Source: an optimization exercise on an open RTL-to-GDS flow (aim: small area and a short achievable clock period). Production flows keep margins and buffers that such runs may drop.
No functional check of the RTL was part of any run shown here.
Power and IR drop assume default switching activity.

## flow/standard.sh

```bash
#!/bin/bash
# synth_recipe.tcl (not shown) runs the flow's synth.tcl, then flattens the netlist and writes it again
# the make line also repeats each setting of config.mk as NAME=value (left out here)
make -C /OpenROAD-flow-scripts/flow DESIGN_CONFIG=/design/flow/config.mk WORK_HOME=/design/flow/orfs CLKGATE_MAP_FILE= SYNTH_SCRIPT=/design/flow/synth_recipe.tcl "${@:-finish}"
```

## flow/config.mk

```make
export PLATFORM = sky130hd
export DESIGN_NAME = lw_cv_rx
export DESIGN_NICKNAME = lw_cv_rx
export VERILOG_FILES = /design/flow/design.v
export SDC_FILE = /design/flow/constraint.sdc
export NUM_CORES = 4
export LEC_CHECK = 0
export CAP_MARGIN = 20
export CORE_MARGIN = 2
export CORE_UTILIZATION = 30
export PLACE_DENSITY = 0.5
export SLEW_MARGIN = 20
```

## flow/constraint.sdc

```tcl
create_clock -name core_clock -period 33.0 [get_ports {clk}]
set_input_delay 6.6000 -clock core_clock [delete_from_list [all_inputs] [get_ports {clk}]]
set_output_delay 6.6000 -clock core_clock [all_outputs]
set_load 0.01 [all_outputs]
```

## flow/design.v

```verilog
module lw_cv_rx (
    input  wire        clk,
    input  wire        rst,
    input  wire [1:0]  cfg_poly,
    input  wire        cfg_refin,
    input  wire        cfg_refout,
    input  wire        cfg_xorout,
    input  wire        cfg_init,
    input  wire        cfg_order,
    input  wire [7:0]  cfg_skip,
    input  wire        in_valid,
    input  wire        in_sop,
    input  wire        in_eop,
    input  wire        in_disc,
    input  wire [3:0]  in_nbytes,
    input  wire [63:0] in_data,
    input  wire        cnt_clr,
    output reg         cv_valid,
    output reg  [1:0]  cv_res,
    output reg  [31:0] cv_last,
    output reg  [31:0] cv_units,
    output reg  [15:0] cv_fail,
    output reg  [15:0] cv_short
);
    localparam [1:0] CHK_NONE = 2'd0;
    localparam [1:0] CHK_OK   = 2'd1;
    localparam [1:0] CHK_BAD  = 2'd2;
    function [31:0] sinit;
        input [1:0] poly;
        input [3:0] d;
        begin
            case ({poly, d})
                6'd0: sinit = 32'h46AF6449;
                6'd1: sinit = 32'h339FDE2F;
                6'd2: sinit = 32'h68B932F5;
                6'd3: sinit = 32'h955A6162;
                6'd4: sinit = 32'hF50B27F7;
                6'd5: sinit = 32'hC2A1038C;
                6'd6: sinit = 32'h7535D075;
                6'd7: sinit = 32'h1727635B;
                6'd8: sinit = 32'hD61C3A65;
                6'd16: sinit = 32'h2A26F826;
                6'd17: sinit = 32'hAAD955D3;
                6'd18: sinit = 32'h12647B10;
                6'd19: sinit = 32'h11FFA28F;
                6'd20: sinit = 32'h48081204;
                6'd21: sinit = 32'h043379AF;
                6'd22: sinit = 32'h6BC65337;
                6'd23: sinit = 32'hFDDCB433;
                6'd24: sinit = 32'hF931DF69;
                6'd32: sinit = 32'h000084CF;
                6'd33: sinit = 32'h00002D71;
                6'd34: sinit = 32'h00005437;
                6'd35: sinit = 32'h0000DA3E;
                6'd36: sinit = 32'h0000F125;
                6'd37: sinit = 32'h00008DB1;
                6'd38: sinit = 32'h0000988F;
                6'd39: sinit = 32'h00006965;
                6'd40: sinit = 32'h0000C921;
                6'd48: sinit = 32'h00000048;
                6'd49: sinit = 32'h00000018;
                6'd50: sinit = 32'h00000069;
                6'd51: sinit = 32'h000000A0;
                6'd52: sinit = 32'h000000E2;
                6'd53: sinit = 32'h00000095;
                6'd54: sinit = 32'h00000084;
                6'd55: sinit = 32'h000000EE;
                6'd56: sinit = 32'h00000022;
                default: sinit = 32'h0;
            endcase
        end
    endfunction
    function [7:0] rev8;
        input [7:0] b;
        integer q;
        begin
            for (q = 0; q < 8; q = q + 1) rev8[q] = b[7-q];
        end
    endfunction
    reg [1:0]  poly_q;
    reg        refin_q, refout_q, xorout_q, init_q, order_q;
    reg [7:0]  skip_q;           
    reg [95:0] xv_q;             
    reg [31:0] hist_q;           
    reg [2:0]  cnt_q;            
    wire [1:0] poly_e   = in_sop ? cfg_poly   : poly_q;
    wire       refin_e  = in_sop ? cfg_refin  : refin_q;
    wire       init_e   = in_sop ? cfg_init   : init_q;
    wire [7:0] skip_e   = in_sop ? cfg_skip   : skip_q;
    wire [2:0] cnt_e    = in_sop ? 3'd0       : cnt_q;
    wire [95:0] xv = xv_q;
    wire [31:0] s_r0;
    wire [31:0] s_r1;
    wire [15:0] s_r2;
    wire [7:0]  s_r3;
    wire [356:0] xs;     
    assign xs[0] = xv[40] ^ xv[69];
    assign xs[1] = xv[47] ^ xv[56];
    assign xs[2] = xv[48] ^ xv[57];
    assign xs[3] = xv[41] ^ xv[63];
    assign xs[4] = xv[42] ^ xv[71];
    assign xs[5] = xv[38] ^ xv[60];
    assign xs[6] = xv[82] ^ xv[83];
    assign xs[7] = xv[32] ^ xv[77];
    assign xs[8] = xv[34] ^ xv[70];
    assign xs[9] = xv[36] ^ xv[65];
    assign xs[10] = xv[37] ^ xv[45];
    assign xs[11] = xv[61] ^ xv[79];
    assign xs[12] = xv[33] ^ xv[68];
    assign xs[13] = xv[50] ^ xv[59];
    assign xs[14] = xv[39] ^ xv[64];
    assign xs[15] = xv[44] ^ xv[73];
    assign xs[16] = xv[46] ^ xv[55];
    assign xs[17] = xv[49] ^ xv[58];
    assign xs[18] = xv[54] ^ xv[74];
    assign xs[19] = xv[84] ^ xv[92];
    assign xs[20] = xv[52] ^ xv[72];
    assign xs[21] = xv[66] ^ xv[67];
    assign xs[22] = xv[35] ^ xv[53];
    assign xs[23] = xv[43] ^ xv[78];
    assign xs[24] = xv[86] ^ xv[91];
    assign xs[25] = xv[62] ^ xv[80];
    assign xs[26] = xv[75] ^ xv[76];
    assign xs[27] = xv[85] ^ xv[90];
    assign xs[28] = xv[51] ^ xv[81];
    assign xs[29] = xv[88] ^ xv[93];
    assign xs[30] = xv[89] ^ xv[94];
    assign xs[31] = xv[87] ^ xs[19];
    assign xs[32] = xs[0] ^ xs[12];
    assign xs[33] = xv[95] ^ xs[6];
    assign xs[34] = xs[2] ^ xs[7];
    assign xs[35] = xs[11] ^ xs[21];
    assign xs[36] = xs[1] ^ xs[9];
    assign xs[37] = xs[3] ^ xs[13];
    assign xs[38] = xs[4] ^ xs[5];
    assign xs[39] = xv[83] ^ xv[84];
    assign xs[40] = xv[38] ^ xs[17];
    assign xs[41] = xv[95] ^ xs[27];
    assign xs[42] = xs[8] ^ xs[14];
    assign xs[43] = xv[20] ^ xv[24];
    assign xs[44] = xv[21] ^ xv[25];
    assign xs[45] = xv[22] ^ xv[26];
    assign xs[46] = xv[31] ^ xv[68];
    assign xs[47] = xv[33] ^ xv[94];
    assign xs[48] = xv[36] ^ xv[53];
    assign xs[49] = xv[39] ^ xv[77];
    assign xs[50] = xv[41] ^ xv[71];
    assign xs[51] = xv[51] ^ xv[67];
    assign xs[52] = xv[58] ^ xv[61];
    assign xs[53] = xv[32] ^ xs[10];
    assign xs[54] = xv[40] ^ xs[23];
    assign xs[55] = xv[43] ^ xs[16];
    assign xs[56] = xv[60] ^ xs[25];
    assign xs[57] = xv[79] ^ xs[15];
    assign xs[58] = xv[35] ^ xv[57];
    assign xs[59] = xv[42] ^ xv[72];
    assign xs[60] = xv[56] ^ xv[59];
    assign xs[61] = xv[62] ^ xv[81];
    assign xs[62] = xv[63] ^ xv[80];
    assign xs[63] = xv[87] ^ xv[92];
    assign xs[64] = xv[37] ^ xs[0];
    assign xs[65] = xv[66] ^ xs[22];
    assign xs[66] = xv[75] ^ xs[18];
    assign xs[67] = xv[78] ^ xs[16];
    assign xs[68] = xv[23] ^ xv[30];
    assign xs[69] = xv[35] ^ xv[64];
    assign xs[70] = xv[38] ^ xv[70];
    assign xs[71] = xv[50] ^ xv[76];
    assign xs[72] = xv[29] ^ xs[10];
    assign xs[73] = xv[34] ^ xs[29];
    assign xs[74] = xv[37] ^ xs[2];
    assign xs[75] = xv[46] ^ xs[20];
    assign xs[76] = xv[59] ^ xs[1];
    assign xs[77] = xv[73] ^ xs[8];
    assign xs[78] = xv[82] ^ xs[28];
    assign xs[79] = xs[3] ^ xs[4];
    assign xs[80] = xs[24] ^ xs[26];
    assign xs[81] = xv[12] ^ xv[54];
    assign xs[82] = xv[16] ^ xv[44];
    assign xs[83] = xv[27] ^ xv[43];
    assign xs[84] = xv[28] ^ xv[39];
    assign xs[85] = xv[32] ^ xv[52];
    assign xs[86] = xv[45] ^ xv[48];
    assign xs[87] = xv[47] ^ xv[61];
    assign xs[88] = xv[56] ^ xv[70];
    assign xs[89] = xv[58] ^ xv[69];
    assign xs[90] = xv[65] ^ xv[81];
    assign xs[91] = xv[85] ^ xv[94];
    assign xs[92] = xv[89] ^ xv[90];
    assign xs[93] = xv[35] ^ xs[14];
    assign xs[94] = xv[55] ^ xs[9];
    assign xs[95] = xv[55] ^ xs[30];
    assign xs[96] = xv[63] ^ xs[7];
    assign xs[97] = xv[64] ^ xs[18];
    assign xs[98] = xv[68] ^ xs[17];
    assign xs[99] = xv[74] ^ xs[24];
    assign xs[100] = xv[76] ^ xs[11];
    assign xs[101] = xv[88] ^ xs[6];
    assign xs[102] = xv[52] ^ xs[55];
    assign xs[103] = xv[60] ^ xs[34];
    assign xs[104] = xs[5] ^ xs[33];
    assign xs[105] = xs[12] ^ xs[35];
    assign xs[106] = xv[14] ^ xv[51];
    assign xs[107] = xv[18] ^ xv[62];
    assign xs[108] = xv[36] ^ xv[73];
    assign xs[109] = xv[37] ^ xv[57];
    assign xs[110] = xv[40] ^ xv[54];
    assign xs[111] = xv[44] ^ xv[49];
    assign xs[112] = xv[51] ^ xv[95];
    assign xs[113] = xv[65] ^ xv[72];
    assign xs[114] = xv[71] ^ xv[91];
    assign xs[115] = xv[11] ^ xs[22];
    assign xs[116] = xv[17] ^ xs[44];
    assign xs[117] = xv[41] ^ xs[2];
    assign xs[118] = xv[42] ^ xs[10];
    assign xs[119] = xv[47] ^ xs[26];
    assign xs[120] = xv[66] ^ xs[20];
    assign xs[121] = xv[71] ^ xs[63];
    assign xs[122] = xv[87] ^ xs[39];
    assign xs[123] = xv[93] ^ xs[15];
    assign xs[124] = xs[21] ^ xs[23];
    assign xs[125] = xs[22] ^ xs[28];
    assign xs[126] = xs[43] ^ xs[46];
    assign xs[127] = xv[40] ^ xs[31];
    assign xs[128] = xv[77] ^ xs[42];
    assign xs[129] = xv[78] ^ xs[99];
    assign xs[130] = xv[84] ^ xs[37];
    assign xs[131] = xs[27] ^ xs[32];
    assign xs[132] = xs[30] ^ xs[36];
    assign xs[133] = xs[38] ^ xs[45];
    assign xs[134] = xv[15] ^ xv[19];
    assign xs[135] = xv[19] ^ xv[45];
    assign xs[136] = xv[25] ^ xv[36];
    assign xs[137] = xv[30] ^ xv[74];
    assign xs[138] = xv[33] ^ xv[46];
    assign xs[139] = xv[33] ^ xv[89];
    assign xs[140] = xv[34] ^ xv[74];
    assign xs[141] = xv[37] ^ xv[52];
    assign xs[142] = xv[44] ^ xv[82];
    assign xs[143] = xv[48] ^ xv[68];
    assign xs[144] = xv[53] ^ xv[65];
    assign xs[145] = xv[54] ^ xv[64];
    assign xs[146] = xv[77] ^ xv[80];
    assign xs[147] = xv[4] ^ xs[20];
    assign xs[148] = xv[7] ^ xs[16];
    assign xs[149] = xv[8] ^ xs[1];
    assign xs[150] = xv[9] ^ xs[4];
    assign xs[151] = xv[23] ^ xs[81];
    assign xs[152] = xv[24] ^ xs[13];
    assign xs[153] = xv[26] ^ xs[58];
    assign xs[154] = xv[27] ^ xs[8];
    assign xs[155] = xv[34] ^ xs[5];
    assign xs[156] = xv[38] ^ xs[47];
    assign xs[157] = xv[42] ^ xs[25];
    assign xs[158] = xv[49] ^ xs[29];
    assign xs[159] = xv[53] ^ xs[14];
    assign xs[160] = xv[56] ^ xs[17];
    assign xs[161] = xv[57] ^ xs[25];
    assign xs[162] = xv[58] ^ xs[15];
    assign xs[163] = xv[59] ^ xs[3];
    assign xs[164] = xv[60] ^ xs[0];
    assign xs[165] = xv[66] ^ xs[89];
    assign xs[166] = xv[67] ^ xs[5];
    assign xs[167] = xv[73] ^ xs[19];
    assign xs[168] = xv[76] ^ xs[70];
    assign xs[169] = xv[78] ^ xs[11];
    assign xs[170] = xv[79] ^ xs[62];
    assign xs[171] = xv[85] ^ xs[61];
    assign xs[172] = xv[86] ^ xs[30];
    assign xs[173] = xv[91] ^ xs[27];
    assign xs[174] = xv[93] ^ xs[18];
    assign xs[175] = xs[2] ^ xs[6];
    assign xs[176] = xs[6] ^ xs[9];
    assign xs[177] = xs[7] ^ xs[50];
    assign xs[178] = xs[10] ^ xs[59];
    assign xs[179] = xs[14] ^ xs[52];
    assign xs[180] = xs[18] ^ xs[91];
    assign xs[181] = xs[43] ^ xs[51];
    assign xs[182] = xs[47] ^ xs[60];
    assign xs[183] = xv[10] ^ xs[53];
    assign xs[184] = xv[62] ^ xs[67];
    assign xs[185] = xv[65] ^ xs[54];
    assign xs[186] = xv[67] ^ xs[56];
    assign xs[187] = xv[90] ^ xs[31];
    assign xs[188] = xv[93] ^ xs[33];
    assign xs[189] = xs[1] ^ xs[65];
    assign xs[190] = xs[11] ^ xs[76];
    assign xs[191] = xs[13] ^ xs[120];
    assign xs[192] = xs[23] ^ xs[75];
    assign xs[193] = xs[28] ^ xs[31];
    assign xs[194] = xs[34] ^ xs[64];
    assign xs[195] = xs[35] ^ xs[54];
    assign xs[196] = xs[40] ^ xs[41];
    assign xs[197] = xs[42] ^ xs[82];
    assign xs[198] = xs[78] ^ xs[121];
    assign xs[199] = xv[29] ^ xs[133];
    assign xs[200] = xv[0] ^ xv[79];
    assign xs[201] = xv[1] ^ xv[69];
    assign xs[202] = xv[2] ^ xv[41];
    assign xs[203] = xv[2] ^ xv[46];
    assign xs[204] = xv[3] ^ xv[46];
    assign xs[205] = xv[6] ^ xv[41];
    assign xs[206] = xv[8] ^ xv[70];
    assign xs[207] = xv[14] ^ xv[67];
    assign xs[208] = xv[15] ^ xv[48];
    assign xs[209] = xv[17] ^ xv[21];
    assign xs[210] = xv[20] ^ xv[57];
    assign xs[211] = xv[23] ^ xv[47];
    assign xs[212] = xv[24] ^ xv[63];
    assign xs[213] = xv[28] ^ xv[59];
    assign xs[214] = xv[31] ^ xv[69];
    assign xs[215] = xv[38] ^ xv[53];
    assign xs[216] = xv[39] ^ xv[75];
    assign xs[217] = xv[39] ^ xv[76];
    assign xs[218] = xv[41] ^ xv[88];
    assign xs[219] = xv[43] ^ xv[62];
    assign xs[220] = xv[43] ^ xv[68];
    assign xs[221] = xv[46] ^ xv[95];
    assign xs[222] = xv[49] ^ xv[75];
    assign xs[223] = xv[52] ^ xv[54];
    assign xs[224] = xv[56] ^ xv[64];
    assign xs[225] = xv[61] ^ xv[69];
    assign xs[226] = xv[70] ^ xv[92];
    assign xs[227] = xv[72] ^ xv[74];
    assign xs[228] = xv[72] ^ xv[89];
    assign xs[229] = xv[77] ^ xv[79];
    assign xs[230] = xv[85] ^ xv[87];
    assign xs[231] = xv[88] ^ xv[94];
    assign xs[232] = xv[16] ^ xs[44];
    assign xs[233] = xv[18] ^ xs[1];
    assign xs[234] = xv[28] ^ xs[9];
    assign xs[235] = xv[32] ^ xs[86];
    assign xs[236] = xv[33] ^ xs[8];
    assign xs[237] = xv[43] ^ xs[110];
    assign xs[238] = xv[44] ^ xs[52];
    assign xs[239] = xv[45] ^ xs[15];
    assign xs[240] = xv[45] ^ xs[69];
    assign xs[241] = xv[48] ^ xs[4];
    assign xs[242] = xv[50] ^ xs[8];
    assign xs[243] = xv[51] ^ xs[21];
    assign xs[244] = xv[52] ^ xs[46];
    assign xs[245] = xv[53] ^ xs[0];
    assign xs[246] = xv[54] ^ xs[17];
    assign xs[247] = xv[55] ^ xs[48];
    assign xs[248] = xv[60] ^ xs[3];
    assign xs[249] = xv[64] ^ xs[7];
    assign xs[250] = xv[66] ^ xs[107];
    assign xs[251] = xv[69] ^ xs[12];
    assign xs[252] = xv[71] ^ xs[85];
    assign xs[253] = xv[74] ^ xs[20];
    assign xs[254] = xv[75] ^ xs[0];
    assign xs[255] = xv[76] ^ xs[49];
    assign xs[256] = xv[78] ^ xs[0];
    assign xs[257] = xv[80] ^ xs[5];
    assign xs[258] = xv[81] ^ xs[21];
    assign xs[259] = xv[82] ^ xs[114];
    assign xs[260] = xv[83] ^ xs[25];
    assign xs[261] = xv[83] ^ xs[26];
    assign xs[262] = xv[86] ^ xs[14];
    assign xs[263] = xv[87] ^ xs[92];
    assign xs[264] = xs[2] ^ xs[48];
    assign xs[265] = xs[4] ^ xs[24];
    assign xs[266] = xs[10] ^ xs[13];
    assign xs[267] = xs[12] ^ xs[223];
    assign xs[268] = xs[15] ^ xs[58];
    assign xs[269] = xs[16] ^ xs[17];
    assign xs[270] = xs[16] ^ xs[90];
    assign xs[271] = xs[19] ^ xs[111];
    assign xs[272] = xs[20] ^ xs[90];
    assign xs[273] = xs[22] ^ xs[26];
    assign xs[274] = xs[24] ^ xs[71];
    assign xs[275] = xs[26] ^ xs[88];
    assign xs[276] = xs[29] ^ xs[39];
    assign xs[277] = xs[50] ^ xs[146];
    assign xs[278] = xs[68] ^ xs[106];
    assign xs[279] = xs[68] ^ xs[135];
    assign xs[280] = xs[69] ^ xs[143];
    assign xs[281] = xs[71] ^ xs[203];
    assign xs[282] = xv[5] ^ xs[32];
    assign xs[283] = xv[6] ^ xs[66];
    assign xs[284] = xv[13] ^ xs[93];
    assign xs[285] = xv[26] ^ xs[77];
    assign xs[286] = xv[27] ^ xs[79];
    assign xs[287] = xv[28] ^ xs[162];
    assign xs[288] = xv[30] ^ xs[67];
    assign xs[289] = xv[35] ^ xs[57];
    assign xs[290] = xv[39] ^ xs[56];
    assign xs[291] = xv[47] ^ xs[37];
    assign xs[292] = xv[50] ^ xs[172];
    assign xs[293] = xv[58] ^ xs[95];
    assign xs[294] = xv[61] ^ xs[153];
    assign xs[295] = xv[65] ^ xs[100];
    assign xs[296] = xv[79] ^ xs[124];
    assign xs[297] = xv[80] ^ xs[80];
    assign xs[298] = xv[81] ^ xs[80];
    assign xs[299] = xv[91] ^ xs[180];
    assign xs[300] = xs[3] ^ xs[40];
    assign xs[301] = xs[6] ^ xs[95];
    assign xs[302] = xs[8] ^ xs[36];
    assign xs[303] = xs[13] ^ xs[38];
    assign xs[304] = xs[15] ^ xs[72];
    assign xs[305] = xs[23] ^ xs[94];
    assign xs[306] = xs[27] ^ xs[31];
    assign xs[307] = xs[32] ^ xs[176];
    assign xs[308] = xs[33] ^ xs[73];
    assign xs[309] = xs[36] ^ xs[97];
    assign xs[310] = xs[36] ^ xs[278];
    assign xs[311] = xs[37] ^ xs[275];
    assign xs[312] = xs[38] ^ xs[88];
    assign xs[313] = xs[41] ^ xs[179];
    assign xs[314] = xs[45] ^ xs[243];
    assign xs[315] = xs[48] ^ xs[53];
    assign xs[316] = xs[49] ^ xs[79];
    assign xs[317] = xs[50] ^ xs[123];
    assign xs[318] = xs[53] ^ xs[125];
    assign xs[319] = xs[55] ^ xs[97];
    assign xs[320] = xs[56] ^ xs[98];
    assign xs[321] = xs[57] ^ xs[117];
    assign xs[322] = xs[57] ^ xs[273];
    assign xs[323] = xs[61] ^ xs[73];
    assign xs[324] = xs[63] ^ xs[157];
    assign xs[325] = xs[68] ^ xs[148];
    assign xs[326] = xs[72] ^ xs[136];
    assign xs[327] = xs[74] ^ xs[134];
    assign xs[328] = xs[74] ^ xs[174];
    assign xs[329] = xs[75] ^ xs[101];
    assign xs[330] = xs[77] ^ xs[87];
    assign xs[331] = xs[80] ^ xs[109];
    assign xs[332] = xs[83] ^ xs[149];
    assign xs[333] = xs[84] ^ xs[152];
    assign xs[334] = xs[96] ^ xs[112];
    assign xs[335] = xs[98] ^ xs[166];
    assign xs[336] = xs[115] ^ xs[151];
    assign xs[337] = xs[116] ^ xs[213];
    assign xs[338] = xs[118] ^ xs[246];
    assign xs[339] = xs[119] ^ xs[126];
    assign xs[340] = xs[169] ^ xs[262];
    assign xs[341] = xs[170] ^ xs[274];
    assign xs[342] = xs[181] ^ xs[227];
    assign xs[343] = xs[210] ^ xs[252];
    assign xs[344] = xs[228] ^ xs[266];
    assign xs[345] = xv[84] ^ xs[195];
    assign xs[346] = xs[23] ^ xs[130];
    assign xs[347] = xs[32] ^ xs[184];
    assign xs[348] = xs[40] ^ xs[105];
    assign xs[349] = xs[47] ^ xs[191];
    assign xs[350] = xs[64] ^ xs[189];
    assign xs[351] = xs[102] ^ xs[307];
    assign xs[352] = xs[103] ^ xs[167];
    assign xs[353] = xs[156] ^ xs[188];
    assign xs[354] = xs[158] ^ xs[330];
    assign xs[355] = xs[182] ^ xs[198];
    assign xs[356] = xs[196] ^ xs[328];
    assign s_r0[0] = (((xs[34] ^ xs[41]) ^ (xs[100] ^ xs[165])) ^ (((xv[93] ^ xs[3]) ^ (xs[5] ^ xs[142])) ^ ((xs[224] ^ (xv[0] ^ xv[86])) ^ xs[324])));
    assign s_r0[1] = (((xs[173] ^ xs[182]) ^ (xs[235] ^ (xs[90] ^ xs[111]))) ^ (((xs[201] ^ xs[217]) ^ (xs[218] ^ xs[226])) ^ (xs[104] ^ xs[296])));
    assign s_r0[2] = ((((xv[67] ^ xv[89]) ^ xs[42]) ^ (xs[122] ^ xs[235])) ^ ((xs[281] ^ (xs[114] ^ (xv[56] ^ xv[62]))) ^ (xs[131] ^ xs[300])));
    assign s_r0[3] = ((xs[291] ^ (xs[265] ^ (xv[88] ^ xs[19]))) ^ (((xs[58] ^ xs[113]) ^ (xs[204] ^ (xv[49] ^ xv[51]))) ^ (xs[128] ^ xs[131])));
    assign s_r0[4] = (((xs[147] ^ xs[259]) ^ (xs[268] ^ (xv[38] ^ xs[11]))) ^ (((xs[25] ^ xs[71]) ^ xs[302]) ^ (xs[334] ^ (xs[92] ^ xs[54]))));
    assign s_r0[5] = ((((xv[5] ^ xv[33]) ^ xs[38]) ^ ((xv[56] ^ xs[20]) ^ (xs[108] ^ xs[217]))) ^ (((xs[225] ^ xs[230]) ^ xs[129]) ^ (xs[188] ^ xs[318])));
    assign s_r0[6] = (((xs[77] ^ xs[156]) ^ ((xv[86] ^ xs[11]) ^ (xs[48] ^ xs[49]))) ^ (((xs[109] ^ xs[219]) ^ xs[127]) ^ (xs[283] ^ xs[329])));
    assign s_r0[7] = ((((xv[55] ^ xs[4]) ^ (xs[92] ^ (xv[7] ^ xv[34]))) ^ xs[350]) ^ (xs[352] ^ (xs[340] ^ (xs[66] ^ xs[101]))));
    assign s_r0[8] = (((xs[96] ^ xs[124]) ^ (xs[164] ^ xs[271])) ^ (((xs[24] ^ xs[59]) ^ (xs[69] ^ xs[139])) ^ ((xs[206] ^ xs[33]) ^ (xs[66] ^ xs[94]))));
    assign s_r0[9] = (((xs[224] ^ xs[242]) ^ (xs[261] ^ (xv[9] ^ xs[10]))) ^ ((xs[105] ^ xs[305]) ^ (xs[306] ^ xs[317])));
    assign s_r0[10] = (((xs[248] ^ xs[259]) ^ (xs[280] ^ (xs[51] ^ xs[52]))) ^ (((xs[113] ^ xs[140]) ^ (xs[221] ^ xs[231])) ^ (xs[183] ^ xs[187])));
    assign s_r0[11] = (((xs[163] ^ xs[263]) ^ ((xv[11] ^ xs[12]) ^ xs[103])) ^ ((xs[289] ^ xs[297]) ^ (xs[329] ^ (xs[17] ^ xs[36]))));
    assign s_r0[12] = (((xs[57] ^ xs[171]) ^ ((xv[49] ^ xs[1]) ^ (xs[139] ^ (xv[12] ^ xv[38])))) ^ ((xs[129] ^ xs[130]) ^ (xs[308] ^ xs[315])));
    assign s_r0[13] = (((xs[155] ^ xs[170]) ^ (xs[175] ^ (xv[51] ^ xs[138]))) ^ ((xs[284] ^ xs[292]) ^ (xs[306] ^ (xs[66] ^ xs[118]))));
    assign s_r0[14] = (((xs[73] ^ xs[93]) ^ (xs[122] ^ (xs[9] ^ xs[28]))) ^ (((xs[87] ^ (xv[14] ^ xv[40])) ^ xs[102]) ^ (xs[196] ^ xs[297])));
    assign s_r0[15] = (((xs[65] ^ xs[171]) ^ (xs[255] ^ (xs[13] ^ xs[24]))) ^ (((xs[141] ^ xs[142]) ^ (xs[208] ^ xs[218])) ^ (xs[127] ^ xs[132])));
    assign s_r0[16] = ((xs[315] ^ (xs[100] ^ xs[160])) ^ ((xs[256] ^ xs[260]) ^ ((xs[51] ^ xs[82]) ^ (xs[145] ^ (xv[88] ^ xv[89])))));
    assign s_r0[17] = ((xs[130] ^ (xs[229] ^ xs[161])) ^ ((xs[267] ^ xs[270]) ^ ((xv[17] ^ xs[10]) ^ (xs[70] ^ xs[92]))));
    assign s_r0[18] = (((xs[38] ^ xs[67]) ^ (xs[78] ^ xs[159])) ^ ((xs[165] ^ xs[173]) ^ (xs[233] ^ (xv[34] ^ xs[62]))));
    assign s_r0[19] = ((xs[190] ^ ((xv[19] ^ xv[67]) ^ xs[93])) ^ ((xs[175] ^ xs[237]) ^ (xs[272] ^ (xs[24] ^ xs[226]))));
    assign s_r0[20] = ((xs[317] ^ xs[320]) ^ ((xs[94] ^ xs[175]) ^ ((xv[66] ^ (xv[20] ^ xv[53])) ^ xs[127])));
    assign s_r0[21] = (((xv[21] ^ xs[225]) ^ (xs[37] ^ xs[160])) ^ ((xs[178] ^ xs[180]) ^ (xs[258] ^ xs[276])));
    assign s_r0[22] = (((xs[35] ^ xs[55]) ^ (xs[123] ^ (xv[80] ^ xs[7]))) ^ (((xs[30] ^ xs[89]) ^ (xs[143] ^ (xv[22] ^ xv[51]))) ^ (xs[187] ^ xs[311])));
    assign s_r0[23] = (((xs[231] ^ xs[163]) ^ ((xv[70] ^ xs[85]) ^ (xs[86] ^ xs[211]))) ^ (xs[348] ^ (xs[129] ^ xs[198])));
    assign s_r0[24] = (((xs[152] ^ xs[159]) ^ (xs[241] ^ xs[251])) ^ (((xs[63] ^ xs[222]) ^ xs[186]) ^ (xs[308] ^ ((xv[79] ^ xv[89]) ^ xs[75]))));
    assign s_r0[25] = (((xs[125] ^ xs[164]) ^ ((xv[90] ^ xs[30]) ^ (xs[39] ^ xs[62]))) ^ (((xs[71] ^ xs[113]) ^ (xs[220] ^ (xv[25] ^ xv[54]))) ^ xs[354]));
    assign s_r0[26] = ((xs[341] ^ (xs[153] ^ xs[174])) ^ (((xs[85] ^ xs[108]) ^ xs[193]) ^ (xs[293] ^ xs[312])));
    assign s_r0[27] = (((xs[146] ^ xs[247]) ^ (xs[253] ^ (xv[75] ^ xs[29]))) ^ (xs[355] ^ ((xs[83] ^ xs[109]) ^ xs[313])));
    assign s_r0[28] = ((xs[331] ^ ((xv[78] ^ xs[20]) ^ (xs[30] ^ xs[60]))) ^ (((xs[110] ^ xs[144]) ^ xs[104]) ^ (xs[287] ^ xs[323])));
    assign s_r0[29] = (((xs[65] ^ xs[100]) ^ (xs[163] ^ (xs[18] ^ xs[49]))) ^ ((((xv[29] ^ xv[45]) ^ (xv[57] ^ xv[73])) ^ xs[104]) ^ (xs[187] ^ xs[293])));
    assign s_r0[30] = ((xs[313] ^ (xs[66] ^ xs[276])) ^ (((xv[91] ^ xs[60]) ^ ((xv[36] ^ xv[40]) ^ (xv[42] ^ xv[77]))) ^ (xs[186] ^ xs[288])));
    assign s_r0[31] = ((xs[331] ^ (xs[95] ^ xs[171])) ^ ((xs[248] ^ (xs[19] ^ xs[46])) ^ (xs[185] ^ xs[190])));
    assign s_r1[0] = (((xs[37] ^ xs[247]) ^ (xs[260] ^ (xv[44] ^ xs[91]))) ^ (((xs[200] ^ xs[216]) ^ xs[129]) ^ (xs[194] ^ xs[335])));
    assign s_r1[1] = ((xs[340] ^ ((xv[1] ^ xv[95]) ^ xs[32])) ^ ((xs[257] ^ xs[193]) ^ (xs[311] ^ xs[338])));
    assign s_r1[2] = (((xs[78] ^ xs[161]) ^ ((xs[0] ^ xs[29]) ^ (xs[202] ^ xs[230]))) ^ ((xs[102] ^ xs[128]) ^ (xs[295] ^ xs[303])));
    assign s_r1[3] = (((xs[101] ^ xs[172]) ^ (xs[238] ^ (xs[20] ^ xs[28]))) ^ ((xs[185] ^ xs[189]) ^ (xs[316] ^ ((xv[3] ^ xv[70]) ^ xs[56]))));
    assign s_r1[4] = (((xs[239] ^ xs[263]) ^ (xs[264] ^ (xv[59] ^ xs[61]))) ^ (xs[345] ^ ((xs[145] ^ xs[33]) ^ (xs[79] ^ xs[147]))));
    assign s_r1[5] = (((xs[98] ^ xs[101]) ^ (xs[173] ^ xs[178])) ^ (((xs[3] ^ xs[144]) ^ xs[186]) ^ (xs[319] ^ ((xv[5] ^ xv[84]) ^ xs[57]))));
    assign s_r1[6] = (((xs[205] ^ xs[159]) ^ xs[352]) ^ (((xv[46] ^ xs[61]) ^ xs[132]) ^ (xs[195] ^ xs[338])));
    assign s_r1[7] = (((xs[142] ^ xs[148]) ^ xs[356]) ^ ((xs[157] ^ xs[105]) ^ (xs[185] ^ xs[291])));
    assign s_r1[8] = (((xs[48] ^ xs[140]) ^ ((xv[57] ^ xv[66]) ^ xs[54])) ^ ((xs[118] ^ xs[149]) ^ (xs[249] ^ (xv[85] ^ xs[28]))));
    assign s_r1[9] = ((xs[299] ^ ((xv[9] ^ xv[49]) ^ xs[96])) ^ (xs[351] ^ ((xs[13] ^ xs[22]) ^ xs[290])));
    assign s_r1[10] = (((xs[34] ^ xs[42]) ^ (xs[76] ^ (xs[19] ^ xs[25]))) ^ (xs[348] ^ ((xs[28] ^ (xv[10] ^ xv[95])) ^ xs[299])));
    assign s_r1[11] = ((((xv[44] ^ xv[79]) ^ (xv[81] ^ xv[91])) ^ (xs[115] ^ xs[177])) ^ (((xv[92] ^ xs[9]) ^ (xs[140] ^ xs[141])) ^ xs[353]));
    assign s_r1[12] = (((xs[216] ^ (xv[34] ^ xv[36])) ^ ((xv[78] ^ xv[80]) ^ xs[65])) ^ ((xs[178] ^ (xs[19] ^ xs[81])) ^ xs[353]));
    assign s_r1[13] = (((xs[123] ^ (xv[69] ^ xs[18])) ^ xs[346]) ^ (((xs[22] ^ xs[221]) ^ xs[298]) ^ (xs[320] ^ ((xv[13] ^ xv[34]) ^ xs[34]))));
    assign s_r1[14] = (((xs[207] ^ xs[117]) ^ (xs[168] ^ (xs[6] ^ xs[12]))) ^ (((xs[14] ^ xs[24]) ^ (xs[87] ^ xs[110])) ^ (xs[318] ^ xs[324])));
    assign s_r1[15] = ((xs[323] ^ (xs[31] ^ xs[40])) ^ (xs[351] ^ ((xv[54] ^ xs[208]) ^ xs[316])));
    assign s_r1[16] = (((xs[158] ^ (xv[85] ^ xs[59])) ^ xs[346]) ^ (xs[350] ^ (xs[197] ^ xs[301])));
    assign s_r1[17] = (((xs[41] ^ xs[237]) ^ (xs[240] ^ (xv[17] ^ xs[9]))) ^ (((xs[39] ^ xs[51]) ^ xs[292]) ^ (xs[312] ^ xs[321])));
    assign s_r1[18] = (((xs[35] ^ xs[122]) ^ (xs[254] ^ (xs[86] ^ xs[107]))) ^ (((xs[144] ^ (xv[90] ^ xv[94])) ^ xs[192]) ^ (xs[303] ^ xs[334])));
    assign s_r1[19] = ((((xv[88] ^ xs[39]) ^ (xs[52] ^ xs[70])) ^ xs[349]) ^ (((xs[108] ^ xs[112]) ^ xs[194]) ^ (xs[319] ^ ((xv[19] ^ xv[86]) ^ xs[119]))));
    assign s_r1[20] = ((xs[343] ^ (xs[112] ^ xs[32])) ^ ((xs[77] ^ xs[122]) ^ (xs[132] ^ xs[341])));
    assign s_r1[21] = (((xs[65] ^ xs[74]) ^ (xs[236] ^ xs[253])) ^ ((xs[277] ^ (xv[88] ^ xs[89])) ^ (xs[193] ^ ((xv[21] ^ xv[64]) ^ xs[41]))));
    assign s_r1[22] = (((xs[242] ^ xs[272]) ^ ((xs[18] ^ xs[29]) ^ xs[194])) ^ ((xs[289] ^ xs[290]) ^ (xs[301] ^ ((xv[22] ^ xv[68]) ^ xs[79]))));
    assign s_r1[23] = (((xs[93] ^ xs[265]) ^ ((xs[15] ^ xs[88]) ^ (xs[219] ^ (xv[23] ^ xv[84])))) ^ ((xs[103] ^ xs[105]) ^ (xs[344] ^ (xs[41] ^ xs[78]))));
    assign s_r1[24] = (((xs[176] ^ xs[239]) ^ ((xv[61] ^ xs[17]) ^ (xs[51] ^ xs[212]))) ^ ((xs[131] ^ xs[192]) ^ ((xs[99] ^ xs[121]) ^ (xs[155] ^ xs[161]))));
    assign s_r1[25] = (((xs[257] ^ xs[258]) ^ xs[354]) ^ (((xs[20] ^ xs[91]) ^ xs[127]) ^ ((xs[136] ^ xs[34]) ^ (xs[67] ^ xs[240]))));
    assign s_r1[26] = (((xs[76] ^ xs[254]) ^ (xs[270] ^ (xs[7] ^ xs[15]))) ^ (((xs[29] ^ xs[62]) ^ (xs[114] ^ xs[139])) ^ (xs[104] ^ xs[294])));
    assign s_r1[27] = (((xs[249] ^ xs[271]) ^ ((xs[1] ^ xs[62]) ^ (xs[215] ^ (xv[55] ^ xv[82])))) ^ ((xs[131] ^ xs[298]) ^ (xs[344] ^ (xs[35] ^ xs[154]))));
    assign s_r1[28] = (((xs[97] ^ xs[234]) ^ (xs[269] ^ (xs[8] ^ (xv[40] ^ xv[63])))) ^ (xs[355] ^ (xs[322] ^ ((xv[90] ^ xv[93]) ^ xs[53]))));
    assign s_r1[29] = (((xs[277] ^ (xv[91] ^ xs[16])) ^ xs[349]) ^ (((xs[26] ^ xs[58]) ^ xs[104]) ^ (xs[309] ^ (xs[72] ^ xs[73]))));
    assign s_r1[30] = (((xs[167] ^ xs[261]) ^ ((xv[95] ^ xs[21]) ^ (xs[49] ^ xs[52]))) ^ ((xs[132] ^ xs[288]) ^ ((xs[59] ^ xs[74]) ^ (xs[125] ^ xs[155]))));
    assign s_r1[31] = (((xs[244] ^ xs[255]) ^ xs[345]) ^ (xs[356] ^ ((xv[82] ^ xs[108]) ^ ((xv[35] ^ xv[62]) ^ xs[76]))));
    assign s_r2[0] = (((xs[83] ^ xs[200]) ^ xs[342]) ^ ((xs[40] ^ xs[234]) ^ (xs[280] ^ (xs[4] ^ xs[82]))));
    assign s_r2[1] = ((xs[191] ^ xs[304]) ^ ((xs[222] ^ xs[116]) ^ ((xs[9] ^ xs[84]) ^ (xs[201] ^ xs[220]))));
    assign s_r2[2] = ((xs[304] ^ xs[314]) ^ (((xv[18] ^ xv[70]) ^ xs[245]) ^ (xs[281] ^ (xs[5] ^ xs[137]))));
    assign s_r2[3] = (((xs[70] ^ xs[87]) ^ (xs[204] ^ xs[66])) ^ ((xs[244] ^ xs[279]) ^ ((xv[27] ^ xs[49]) ^ (xs[50] ^ xs[51]))));
    assign s_r2[4] = ((xs[184] ^ xs[339]) ^ ((xs[147] ^ xs[241]) ^ (xs[245] ^ (xv[32] ^ xs[84]))));
    assign s_r2[5] = (((xs[181] ^ xs[232]) ^ ((xv[29] ^ xs[7]) ^ xs[282])) ^ ((xs[286] ^ xs[287]) ^ (xs[309] ^ (xs[22] ^ xs[168]))));
    assign s_r2[6] = (((xs[251] ^ (xv[30] ^ xs[4])) ^ (xs[128] ^ xs[283])) ^ ((xs[305] ^ xs[337]) ^ ((xs[45] ^ xs[72]) ^ (xs[117] ^ xs[120]))));
    assign s_r2[7] = (((xs[154] ^ xs[160]) ^ xs[199]) ^ (((xs[113] ^ (xv[18] ^ xv[31])) ^ xs[322]) ^ (xs[325] ^ (xs[64] ^ xs[124]))));
    assign s_r2[8] = (((xs[168] ^ xs[177]) ^ (xs[268] ^ xs[279])) ^ (((xs[18] ^ xs[46]) ^ xs[332]) ^ (xs[333] ^ ((xv[36] ^ xv[72]) ^ xs[35]))));
    assign s_r2[9] = (((xs[150] ^ xs[162]) ^ xs[347]) ^ (((xs[84] ^ (xv[31] ^ xv[75])) ^ xs[103]) ^ (xs[326] ^ xs[342])));
    assign s_r2[10] = (((xs[32] ^ (xv[29] ^ xs[26])) ^ ((xs[44] ^ xs[137]) ^ xs[183])) ^ ((xs[190] ^ xs[192]) ^ (xs[285] ^ xs[300])));
    assign s_r2[11] = ((((xv[27] ^ xv[62]) ^ xs[115]) ^ (xs[119] ^ (xs[13] ^ xs[137]))) ^ (((xs[138] ^ xs[214]) ^ xs[128]) ^ (xs[133] ^ xs[321])));
    assign s_r2[12] = ((xs[339] ^ ((xv[40] ^ xv[45]) ^ xs[96])) ^ ((xs[151] ^ xs[166]) ^ (xs[169] ^ xs[197])));
    assign s_r2[13] = ((xs[295] ^ (xs[116] ^ xs[177])) ^ (xs[347] ^ ((xv[24] ^ xs[86]) ^ xs[284])));
    assign s_r2[14] = ((xs[302] ^ ((xv[14] ^ xv[25]) ^ xs[250])) ^ ((xs[256] ^ (xv[49] ^ xs[3])) ^ ((xs[45] ^ xs[59]) ^ (xs[138] ^ xs[229]))));
    assign s_r2[15] = ((xs[296] ^ xs[327]) ^ ((xs[211] ^ (xv[50] ^ xs[69])) ^ (xs[285] ^ xs[286])));
    assign s_r3[0] = ((((xv[16] ^ xv[62]) ^ xs[126]) ^ (xs[179] ^ xs[264])) ^ (xs[199] ^ ((xs[106] ^ (xv[0] ^ xv[15])) ^ xs[332])));
    assign s_r3[1] = ((((xv[63] ^ xs[85]) ^ (xs[111] ^ xs[145])) ^ xs[199]) ^ ((((xv[1] ^ xv[8]) ^ (xv[9] ^ xv[53])) ^ xs[310]) ^ (xs[337] ^ (xs[64] ^ xs[126]))));
    assign s_r3[2] = (((xs[165] ^ xs[232]) ^ (xs[267] ^ (xv[55] ^ xs[107]))) ^ (((xs[202] ^ xs[206]) ^ xs[183]) ^ (xs[310] ^ ((xv[20] ^ xv[50]) ^ xs[150]))));
    assign s_r3[3] = (((xs[236] ^ (xv[11] ^ xs[60])) ^ ((xs[209] ^ xs[212]) ^ (xs[214] ^ xs[215]))) ^ ((xs[102] ^ xs[314]) ^ (xs[327] ^ ((xv[3] ^ xv[10]) ^ xs[150]))));
    assign s_r3[4] = ((xs[343] ^ ((xv[22] ^ xv[25]) ^ xs[233])) ^ (((xs[83] ^ (xv[4] ^ xv[10])) ^ xs[197]) ^ (xs[335] ^ xs[336])));
    assign s_r3[5] = ((((xv[13] ^ xv[26]) ^ xs[94]) ^ (xs[238] ^ (xv[71] ^ xs[2]))) ^ (((xs[135] ^ xs[209]) ^ xs[282]) ^ (xs[333] ^ xs[336])));
    assign s_r3[6] = (((xs[154] ^ xs[164]) ^ (xs[250] ^ xs[269])) ^ (((xs[43] ^ xs[60]) ^ (xs[81] ^ xs[106])) ^ ((xs[205] ^ (xv[13] ^ xv[22])) ^ xs[326])));
    assign s_r3[7] = ((((xv[13] ^ xv[28]) ^ xs[37]) ^ (xs[38] ^ (xv[70] ^ xs[1]))) ^ (((xs[44] ^ xs[134]) ^ (xs[141] ^ xs[207])) ^ (xs[294] ^ xs[325])));
    reg  [31:0] s_cur;
    reg  [2:0]  w_bytes;
    reg  [31:0] wmask;
    always @* begin
        case (poly_q)
            2'd0:    begin s_cur = s_r0;           w_bytes = 3'd4; wmask = 32'hFFFF_FFFF; end
            2'd1:    begin s_cur = s_r1;           w_bytes = 3'd4; wmask = 32'hFFFF_FFFF; end
            2'd2:    begin s_cur = {16'h0, s_r2};  w_bytes = 3'd2; wmask = 32'h0000_FFFF; end
            default: begin s_cur = {24'h0, s_r3};  w_bytes = 3'd1; wmask = 32'h0000_00FF; end
        endcase
    end
    wire       skip_big = (skip_e > {4'd0, in_nbytes});
    wire [3:0] dskip    = skip_big ? in_nbytes : skip_e[3:0];
    wire [3:0] kcnt     = in_nbytes - dskip;
    wire [7:0] skip_nx  = skip_big ? skip_e - {4'd0, in_nbytes} : 8'd0;
    wire [3:0] cnt_sum  = {1'b0, cnt_e} + kcnt;
    wire [2:0] cnt_nx   = (cnt_sum > 4'd4) ? 3'd4 : cnt_sum[2:0];
    wire       use_init = in_sop | (skip_q != 8'd0);
    wire [31:0] s_e     = use_init ? (init_e ? sinit(poly_e, dskip) : 32'h0) : s_cur;
    reg  [63:0] bdat;
    integer j;
    always @* begin
        for (j = 0; j < 8; j = j + 1)
            bdat[63-8*j -: 8] = (skip_e > j) ? 8'h00 :
                                (refin_e ? rev8(in_data[8*j +: 8]) : in_data[8*j +: 8]);
    end
    wire [2:0]  sh      = 3'd0 - in_nbytes[2:0];           
    wire [95:0] xv_nx   = {s_e, bdat} >> {sh, 3'b000};
    wire [31:0] hist_nx;
    assign hist_nx[7:0]   = xv_nx[7:0];
    assign hist_nx[15:8]  = (in_nbytes[3:1] != 3'd0) ? xv_nx[15:8] : hist_q[7:0];
    assign hist_nx[23:16] = (in_nbytes[3:2] != 2'd0 || in_nbytes[1:0] == 2'd3) ? xv_nx[23:16] :
                            in_nbytes[1] ? hist_q[7:0] : hist_q[15:8];
    assign hist_nx[31:24] = (in_nbytes[3:2] != 2'd0) ? xv_nx[31:24] :
                            (in_nbytes[1:0] == 2'd3) ? hist_q[7:0] :
                            in_nbytes[1] ? hist_q[15:8] : hist_q[23:16];
    reg  [2:0]  w_e;
    always @* begin
        case (poly_e)
            2'd0, 2'd1: w_e = 3'd4;
            2'd2:       w_e = 3'd2;
            default:    w_e = 3'd1;
        endcase
    end
    wire is_short = (cnt_nx < w_e);
    wire [31:0] rbytes = hist_q & wmask;
    wire [7:0]  h0 = refin_q ? rev8(hist_q[7:0])   : hist_q[7:0];
    wire [7:0]  h1 = refin_q ? rev8(hist_q[15:8])  : hist_q[15:8];
    wire [7:0]  h2 = refin_q ? rev8(hist_q[23:16]) : hist_q[23:16];
    wire [7:0]  h3 = refin_q ? rev8(hist_q[31:24]) : hist_q[31:24];
    reg  [31:0] rxval;
    always @* begin
        case (w_bytes)
            3'd4:    rxval = order_q ? {h3, h2, h1, h0} : {h0, h1, h2, h3};
            3'd2:    rxval = order_q ? {16'h0, h1, h0}  : {16'h0, h0, h1};
            default: rxval = {24'h0, h0};
        endcase
    end
    function [31:0] reflw;
        input [31:0] v;
        input [2:0]  wb;
        input        en;
        integer q;
        begin
            if (en) begin
                reflw = 32'h0;
                case (wb)
                    3'd4:    for (q = 0; q < 32; q = q + 1) reflw[q] = v[31-q];
                    3'd2:    for (q = 0; q < 16; q = q + 1) reflw[q] = v[15-q];
                    default: for (q = 0; q < 8;  q = q + 1) reflw[q] = v[7-q];
                endcase
            end else begin
                reflw = v;
            end
        end
    endfunction
    wire [31:0] xm = xorout_q ? wmask : 32'h0;
    wire [31:0] fin = reflw(s_cur ^ rbytes, w_bytes, refout_q) ^ xm;
    wire [31:0] tgt = rbytes ^ reflw(rxval ^ xm, w_bytes, refout_q);
    wire        is_ok = (s_cur == tgt);
    wire unit_end = in_valid & in_eop;
    always @(posedge clk) begin
        if (in_valid) begin
            if (in_sop) begin
                poly_q   <= cfg_poly;
                refin_q  <= cfg_refin;
                refout_q <= cfg_refout;
                xorout_q <= cfg_xorout;
                init_q   <= cfg_init;
                order_q  <= cfg_order;
            end
            skip_q <= skip_nx;
            cnt_q  <= cnt_nx;
            xv_q   <= xv_nx;
            hist_q <= hist_nx;
        end
    end
    reg         chk_q;           
    reg  [1:0]  res_q;           
    reg  [31:0] last_q;          
    reg  [15:0] fail_q;          
    wire [15:0] fail_inc = (fail_q == 16'hFFFF) ? fail_q : fail_q + 16'd1;
    always @* begin
        cv_res  = chk_q ? (is_ok ? CHK_OK : CHK_BAD) : res_q;
        cv_last = chk_q ? fin : last_q;
        cv_fail = (chk_q & ~is_ok) ? fail_inc : fail_q;
    end
    wire        short_ev  = unit_end & ~in_disc & is_short;
    wire [31:0] units_inc = cv_units + 32'd1;
    wire [15:0] short_inc = (cv_short == 16'hFFFF) ? cv_short : cv_short + 16'd1;
    wire [15:0] short_d   = cnt_clr ? {15'd0, short_ev} : short_inc;
    always @(posedge clk) begin
        if (rst | unit_end)
            cv_units <= units_inc & {32{~rst}};
        if (rst | cnt_clr | short_ev)
            cv_short <= short_d & {16{~rst}};
    end
    always @(posedge clk) begin
        if (rst) begin
            cv_valid <= 1'b0;
            chk_q    <= 1'b0;
            res_q    <= CHK_NONE;
            last_q   <= 32'h0;
            fail_q   <= 16'h0;
        end else begin
            cv_valid <= unit_end;
            chk_q    <= unit_end & ~in_disc & ~is_short;
            res_q    <= unit_end ? (in_disc ? CHK_NONE : CHK_BAD) : cv_res;
            last_q   <= cv_last;
            fail_q   <= cnt_clr ? 16'h0 : cv_fail;
        end
    end
endmodule
```

## flow/flow/abc_map.script

```
strash
dch
amap
topo
buffer -c
stime -c
upsize -c
dnsize -c
```

## flow/flow/run.sh

```bash
#!/bin/bash
# Layout flow: the standard flow (standard.sh) with two changes.
# 1. Synthesis maps the combinational logic with flow/abc_map.script instead of
#    ORFS's abc_speed.script, which restructures the XOR networks into much
#    larger logic. Everything else in synthesis, including the flip-flop
#    mapping, is the standard synthesis (flow/abc_synth.tcl wraps it).
# 2. The port buffers are buf_2 cells rather than the default delay buffers.
# Each tool's output goes to a log file in this folder (synth.log, layout.log)
# besides ORFS's own logs under orfs/logs.
set -euo pipefail
here=$(pwd)
export FLOW_ABC_SCRIPT=$here/flow/abc_map.script
export FLOW_STD_SYNTH=$here/synth_recipe.tcl
extra=(BUFFER_PORTS_ARGS="-buffer_cell sky130_fd_sc_hd__buf_2")
[[ -f flow/params.sh ]] && source flow/params.sh
# same make command as standard.sh, with our synthesis script, for synthesis only
sed -e "s#SYNTH_SCRIPT=[^ ]*#SYNTH_SCRIPT=$here/flow/abc_synth.tcl#" standard.sh > synth_only.sh
bash synth_only.sh synth "${extra[@]}" > synth.log 2>&1
# the rest of the standard flow reuses that synthesis
bash standard.sh finish "${extra[@]}" > layout.log 2>&1
```

## flow/flow/abc_synth.tcl

```tcl
# The standard flow's synthesis script, but with the combinational logic mapped by
# abc_map.script instead of ORFS's abc_speed.script. Everything else,
# including the flip-flop mapping, is the standard synthesis.
proc abc {args} {
  set i [lsearch -exact $args -script]
  if { $i >= 0 } {
    lset args [expr { $i + 1 }] $::env(FLOW_ABC_SCRIPT)
  }
  yosys abc {*}$args
}
source $::env(FLOW_STD_SYNTH)
```

==> flow_metrics.py, run 1 <==
metrics = {
    "placement": {
        "place_hpwl_um": 184000,
        "port-buffer-count": 188,
        "gp_routability_congestion": 1.15,
    },
    "sta": {
        "final_hold_viol_count": 0,
        "relSlewSlack_pct": 14.6,
        "min_period_ps": 14900,
        "rsz0062_at_grt": "false",
        "tightest_slew_ps": 1280,
        "period_share_pct": 45.2,
        "drv_slew": 0,
        "clock-skew-final_ps": 29.8,
        "timing.fmax_mhz": 67.1,
        "setup_viol": 0,
        "setup-tns-final_ps": 0,
        "hold_ws_ps": 492,
    },
    "routing": {
        "wl_per_cell_um": 40.0,
        "drt_iter0_markers": 5741,
        "dr.pass1.iters": 7,
        "vias_per_cell": 6.61,
        "ant_nets": 0,
        "vias": 38400,
        "totalWireLength_um": 233000,
        "drc_errors": 0,
    },
    "cells_and_area": {
        "area_growth_syn_to_layout_pct": 14.1,
        "multi_input_area_mm2": 0.0193,
        "regArea_mm2": 0.00663,
        "drive_gt1_share_pct": 15.2,
        "fill_cells": 10400,
        "nets": 4633,
    },
    "power": {
        "switching_share_pct": 53.8,
        "leakage_nw": 12.8,
        "vdd_ir_drop_max_v": 0.0000387,
        "p_comb_share_pct": 58.7,
        "power_density_mw_per_mm2": 54.7,
        "seqPwrFrac_pct": 21.5,
        "pwr-share-clk_pct": 19.8,
        "p_switching_uw": 967,
        "internal_power_uw": 831,
    },
    "setup_path": {
        "crit_path_max_incr_delay_ps": 1050,
        "critPathKind": "reg2out",
        "critPathMaxFanout": 18,
        "cpMostUsedCell": "inv_2",
        "required_ps": 26400,
        "cp.arrival_ps": 8300,
        "cp_slowest_cell": "a2111oi_2",
        "worstSetupStartpointType": "register",
        "endpoint_kind": "output pin",
    },
    "yosys": {
        "syn_nets": 4479,
        "muxShareOfSynthArea_pct": 0,
        "synthTopCellsByArea": "edfxtp_1 19%, o22ai_1 18%, nor2_1 11%",
        "synth_seq_cells": 238,
        "yosysTopAreaCell": "edfxtp_1",
        "synthCells": 4362,
        "synth-compound-area-share_pct": 45.6,
        "synth-async-reset-ratio_pct": 0,
        "yosys_warnings": 1,
        "synth-simple-area-share_pct": 17.6,
        "yosysUniqueCellTypes": 81,
        "syn_area_mm2": 0.0288,
        "synth-xor-area-share_pct": 1.97,
        "synth_edf_count": 186,
        "synthAdderAreaFrac_pct": 1.28,
        "synth_most_common_cell": "nor2_1",
        "synth_top_area_share_pct": 19.4,
        "ys_seq_area_share_pct": 23.0,
        "ys_dominant_reg_cell": "edfxtp_1",
        "syn_avg_cell_area_um2": 6.61,
        "ys_top_cells_by_count": "821 x nor2_1, 808 x o22ai_1, 493 x a21oi_1",
        "synth_top_family_by_area": "compound AO/OA/AOI/OAI gates",
    },
    "clock_tree": {
        "post_cts_buffers": 0,
        "ctsHoldBuffers": 0,
        "cts_buffer_depth": 3,
        "tritoncts": "built",
        "clkLatencyLatePin_ps": 610,
        "ctsResizeCount": 0,
        "h-tree-depth": 1,
        "cts_buffers": 31,
        "path_clk_slew_ps": 60,
        "root_buffer": "clkbuf_16",
        "cts_sinks": 238,
    },
    "global_route": {
        "overflow": 0,
        "grt_first_pass_wirelength_um": 305000,
        "antenna_found_initial": 11,
        "grt_usage_pct": 45.7,
        "grt_max_degree": 103,
        "grt_pass1_vias": 33700,
    },
    "run_status": {
        "status": "no timing/DRC/antenna violations",
    },
    "die": {
        "num_io_pins": 189,
        "start_util_pct": 30.3,
        "chipHeight_um": 314,
        "coreArea_mm2": 0.0952,
        "dieWidth_um": 314,
        "dieArea_mm2": 0.0986,
        "std_cell_rows": 113,
    },
    "job": {
        "drv_cap": 0,
    },
    "hold_path": {
        "hold_path_class": "reg2reg",
    },
}
[metal layers]
| metal | GRT usage (%) | wire length, µm | share of wire (%) | vias up |
|---|---|---|---|---|
| met5 | 0.0484 | 35 | 0.015 | - |
| met1 | 54.7 | 87300 | 37 | 17900 |
| met4 | 43.2 | 27000 | 12 | 4 |
| met3 | 15.1 | 26800 | 11 | 869 |
| met2 | 63.6 | 91900 | 39 | 3037 |
| li1 | - | - | - | 16600 |
[layout make-up]
type / instances / share of cell area (%)
Clock inverter: 18 / 0.723
Multi-Input combinational cell: 3341 / 58.8
Tap cell: 1265 / 4.81
Antenna cell: 14 / 0.107
Inverter: 568 / 6.51
Timing Repair Buffer: 336 / 6.37
Clock buffer: 39 / 2.51
Sequential cell: 238 / 20.1
[critical path, delay by kind of cell, from the launching register on]
family,cells,cell delay (ps)
AOI/OAI and AO/OA,11,4400
xor gates and xnor gates,1,120
DFF,1,770
and+or+nand+nor,5,750
buffers and inverters,8,1620
[power by group through the flow]
stage | clock [mW] | sequential (mW) | combinational [mW]
after global routing | 0.373 | 0.386 | 1.07
after floorplan | 0 | 0.371 | 0.544
after CTS | 0.361 | 0.383 | 0.976
after detailed placement | 0 | 0.390 | 0.972
final | 0.356 | 0.387 | 1.06
after global placement | 0 | 0.390 | 0.981
[path summary, 6_finish.rpt]
kind                           startpoint               endpoint  slack [ps]  cells after the start
setup reg to reg  skip_q[0]$_SDFFCE_PN0P_  cv_short[5]$_DFFE_PP_       25150                     27
hold reg to reg     last_q[31]$_SDFF_PP0_  last_q[31]$_SDFF_PP0_         490                      2
setup / recovery       xv_q[55]$_DFFE_PP_             cv_fail[0]       18100                     25
hold / removal      last_q[31]$_SDFF_PP0_  last_q[31]$_SDFF_PP0_         490                      2
[flip-flops by register name, indices dropped and copies added (netlist names)]
name / count
xorout_q: 1
cv_valid: 1
cnt_q: 3
xv_q: 88
hist_q: 32
order_q: 1
refin_q: 1
skip_q: 8
last_q: 32
fail_q: 16
poly_q: 2
init_q: 1
chk_q: 1
cv_units: 32
res_q: 2
refout_q: 1
cv_short: 16
[metrics by stage]
stage | total power [mW] | cell area [µm²] | util [%] | instances | setup WS [ps]
floorplan | 0.915 | 28800 | - | 4362 | 20360
global placement | 1.37 | 31600 | 33.2 | 5739 | 18350
detailed placement | 1.36 | 31600 | 33.2 | 5740 | 18210
CTS | 1.72 | 32700 | 34.3 | 5797 | 18610
global route | 1.83 | 32900 | 34.5 | 5807 | 18100
finish | 1.80 | 32900 | 34.6 | 5819 | 18100
[layout by cell type, fill, tap and decap left out, types with 16 or more instances in the layout]
cell         n
nor2_1     818
o22ai_1    792
a21oi_1    487
inv_1      396
nand2_1    228
o21ai_0    211
edfxtp_1   186
buf_2      186
inv_2      155
buf_4      141
o22a_1     114
o22ai_2     68
nor3_1      61
xor2_1      54
dfxtp_1     52
o21ai_1     48
o221ai_1    48
a211oi_1    37
clkbuf_16   31
o32a_1      28
ha_1        22
nor2b_1     21
a22oi_1     21
or3_1       19
o22ai_4     18
o32ai_1     18
nand3_1     17
a22o_1      16
[cells by family (layout without fill, tap and decap cells)]
family	Yosys count	after routing
other cells	0	14
fa+ha+maj	27	27
flops	238	238
xor+xnor	65	65
simple gates	1238	1238
compound gates	2011	2011
buf+inv	783	961
==> inputs of run 2 (changes only) <==
==> flow/flow/abc_map.script (replaced) <==
strash
dch
map -a -D 4000
topo
buffer -c
stime -c
upsize -c
dnsize -c
==> flow_metrics.py, run 2 <==
metrics = {
    "clock_tree": {
        "cts_sinks": 238,
        "post_cts_buffers": 0,
        "ctsHoldBuffers": 0,
        "tritoncts": "built",
        "cts_buffers": 29,
        "ctsResizeCount": 0,
        "clkLatencyLatePin_ps": 600,
        "root_buffer": "clkbuf_16",
        "h-tree-depth": 1,
        "cts_buffer_depth": 3,
        "path_clk_slew_ps": 60,
    },
    "sta": {
        "min_period_ps": 13440,
        "setup_viol": 0,
        "tightest_slew_ps": 1270,
        "relSlewSlack_pct": 15.1,
        "final_hold_viol_count": 0,
        "drv_slew": 0,
        "timing.fmax_mhz": 74.4,
        "clock-skew-final_ps": 9.16,
        "period_share_pct": 40.7,
        "setup-tns-final_ps": 0,
        "rsz0062_at_grt": "false",
    },
    "placement": {
        "place_hpwl_um": 130000,
        "port-buffer-count": 188,
        "gp_routability_congestion": 1.05,
        "dpl-instance-area_mm2": 0.0331,
    },
    "cells_and_area": {
        "fin_area_mm2": 0.0340,
        "largest-register": "xv_q",
        "final_common_cell": "xor2_1",
        "area_growth_syn_to_layout_pct": 9.71,
        "largest_reg_flops": 88,
        "final_core_util_pct": 33.3,
        "layout_common_cells": "621 x xor2_1, 619 x nand2_1, 543 x xnor2_1, 365 x nor2_1, 320 x o21ai_0",
        "nets": 4305,
        "drive_gt1_share_pct": 11.4,
    },
    "hold_path": {
        "hold_path_class": "reg2reg",
        "hold_start": "res_q[0]$_SDFF_PP0_",
    },
    "routing": {
        "dr.pass1.iters": 8,
        "totalWireLength_um": 162000,
        "vias_per_cell": 5.30,
        "ant_nets": 0,
        "drc_errors": 0,
        "vias": 29600,
        "drt_iter0_markers": 4150,
        "wl_per_cell_um": 29.0,
    },
    "global_route": {
        "grt_first_pass_wirelength_um": 221000,
        "top_usage_layer": "met2",
        "grt_util_met1_pct": 42.1,
        "overflow": 0,
        "grt_usage_pct": 29.6,
        "use_met2_pct": 44.6,
        "grt_max_degree": 93,
        "met3_usage_pct": 4.29,
        "antenna_found_initial": 2,
        "grt_pass1_vias": 27300,
    },
    "die": {
        "dieWidth_um": 325,
        "chipHeight_um": 325,
        "std_cell_rows": 117,
        "dieArea_mm2": 0.106,
        "coreArea_mm2": 0.102,
        "num_io_pins": 189,
        "start_util_pct": 30.3,
    },
    "yosys": {
        "ys_seq_area_share_pct": 21.4,
        "synthCells": 4133,
        "yosysUniqueCellTypes": 66,
        "syn_area_mm2": 0.0310,
        "synth_seq_cells": 238,
        "ys_top_cells_by_count": "621 x xor2_1, 620 x nand2_1, 544 x xnor2_1",
        "ys_dominant_reg_cell": "edfxtp_1",
        "syn_nets": 4250,
        "syn_avg_cell_area_um2": 7.50,
        "yosys_warnings": 1,
        "synth-async-reset-ratio_pct": 0,
        "synth_edf_count": 186,
        "synthTopCellsByArea": "edfxtp_1 18%, xor2_1 18%, xnor2_1 15%",
        "synth_most_common_cell": "xor2_1",
        "synth_top_area_share_pct": 18.0,
        "yosysTopAreaCell": "edfxtp_1",
    },
    "setup_path": {
        "cp.arrival_ps": 13670,
        "reg2reg_depth": 27,
        "reg2reg_to": "cv_short[10]$_DFFE_PP_",
        "critPathMaxFanout": 21,
        "r2r-start": "skip_q[0]$_SDFFCE_PN0P_",
        "required_ps": 33230,
        "cp-endpoint": "cv_short[10]$_DFFE_PP_",
        "startpoint": "in_sop",
        "cp_slowest_cell": "a211oi_1",
        "cpMostUsedCell": "nand2_1",
        "endpoint_kind": "register",
        "crit_path_max_incr_delay_ps": 640,
        "critPathKind": "in2reg",
        "worstSetupStartpointType": "input port",
        "ff2ff_setup_slack_ps": 25770,
    },
    "power": {
        "power_density_mw_per_mm2": 74.0,
        "leakage_nw": 13.6,
        "vdd_ir_drop_max_v": 0.0000438,
    },
    "run_status": {
        "status": "no timing/DRC/antenna violations",
    },
    "job": {
        "drv_cap": 0,
    },
}
-- run 2: critical path, delay by kind of cell --
family                     cells  cell delay (ps)
AOI/OAI and AO/OA              5             1230
xor gates and xnor gates       2              290
adders and majority gates      5             1910
buffers and inverters          5             1540
and+or+nand+nor               12             2090
-- run 2: per-stage QoR --
step | hold WS [ps] | worst slack (ps) | power (mW) | instances
2_1_floorplan | 438 | 20740 | 1.49 | 4133
3_5_place_dp | 465 | 18990 | 2.15 | 5525
3_3_place_gp | 458 | 19120 | 2.16 | 5525
4_1_cts | 478 | 19640 | 2.47 | 5578
5_1_grt | 489 | 18820 | 2.59 | 5578
6_report | 477 | 19560 | 2.52 | 5580
-- run 2: cells by family after synthesis --
kind of cell	after synthesis	share of synthesized area (%)
and+or+nand+nor	1230	16.7
xor gates and xnor gates	1224	36.7
buffers and inverters	571	7.64
adders and majority gates	27	1.19
AOI/OAI and AO/OA	822	15.7
muxes	21	0.678
DFF	238	21.4
-- run 2: final cells by class --
class	count	area, µm²
Antenna cell	2	5.00
Clock buffer	41	781
Clock inverter	12	92.6
Sequential cell	238	6630
Multi-Input combinational cell	3324	22000
Fill cell	11200	68200
Inverter	335	1260
Tap cell	1368	1710
Timing Repair Buffer	260	1490
-- run 2: metal layers --
layer  wire, µm  part of all wire, %  vias to the layer above
met2      68700                   42                     1555
met4       7750                  4.8                        2
li1           -                    -                    13600
met1      71200                   44                    14100
met3      14400                  8.9                      264
met5         14               0.0086                        -
-- run 2: worst min-delay path by stage --
stage	endpoint	slack, ps	cells past startpoint
after global routing	res_q[0]$_SDFF_PP0_	490	2
after global placement	res_q[0]$_SDFF_PP0_	460	2
after CTS	res_q[0]$_SDFF_PP0_	480	2
after floorplan	res_q[0]$_SDFF_PP0_	440	2
after detailed placement	res_q[0]$_SDFF_PP0_	470	2
final	res_q[0]$_SDFF_PP0_	480	2
-- run 2: power breakdown --
group	switching, mW	leakage [nW]	internal [mW]
clock network	0.137	0.426	0.172
registers	0.0482	2.35	0.356
logic	1.23	10.8	0.571

## static timing again, ports no longer ideal
Ports are ideal in the flow. The routed layouts listed here were re-timed in OpenROAD. Step 1 sets driving cells, clkbuf_16 on the clock port and buf_2 on the other inputs (assumed; they add their load-dependent delay and slew). Step 2 also shifts input and output timing later by t, the mid clock arrival at the registers, as if the neighbouring blocks saw the same clock. Slacks: ideal / step 1 / step 2; pairs: ideal / step 1.
run | shift t [ns] | setup slack, ns | worst setup path at the end | worst slew at a driven data input, ns
run 1 | 0.674 | 18.096 / 18.018 / 18.246 | input to register | 0.10
run 2 | 0.665 | 19.558 / 19.549 / 18.939 | input to register | 0.06
After both steps every run listed still meets setup and hold. The setup slack of run 2, which loses most, moves by -0.009 ns with the drivers and by -0.619 ns with both steps.
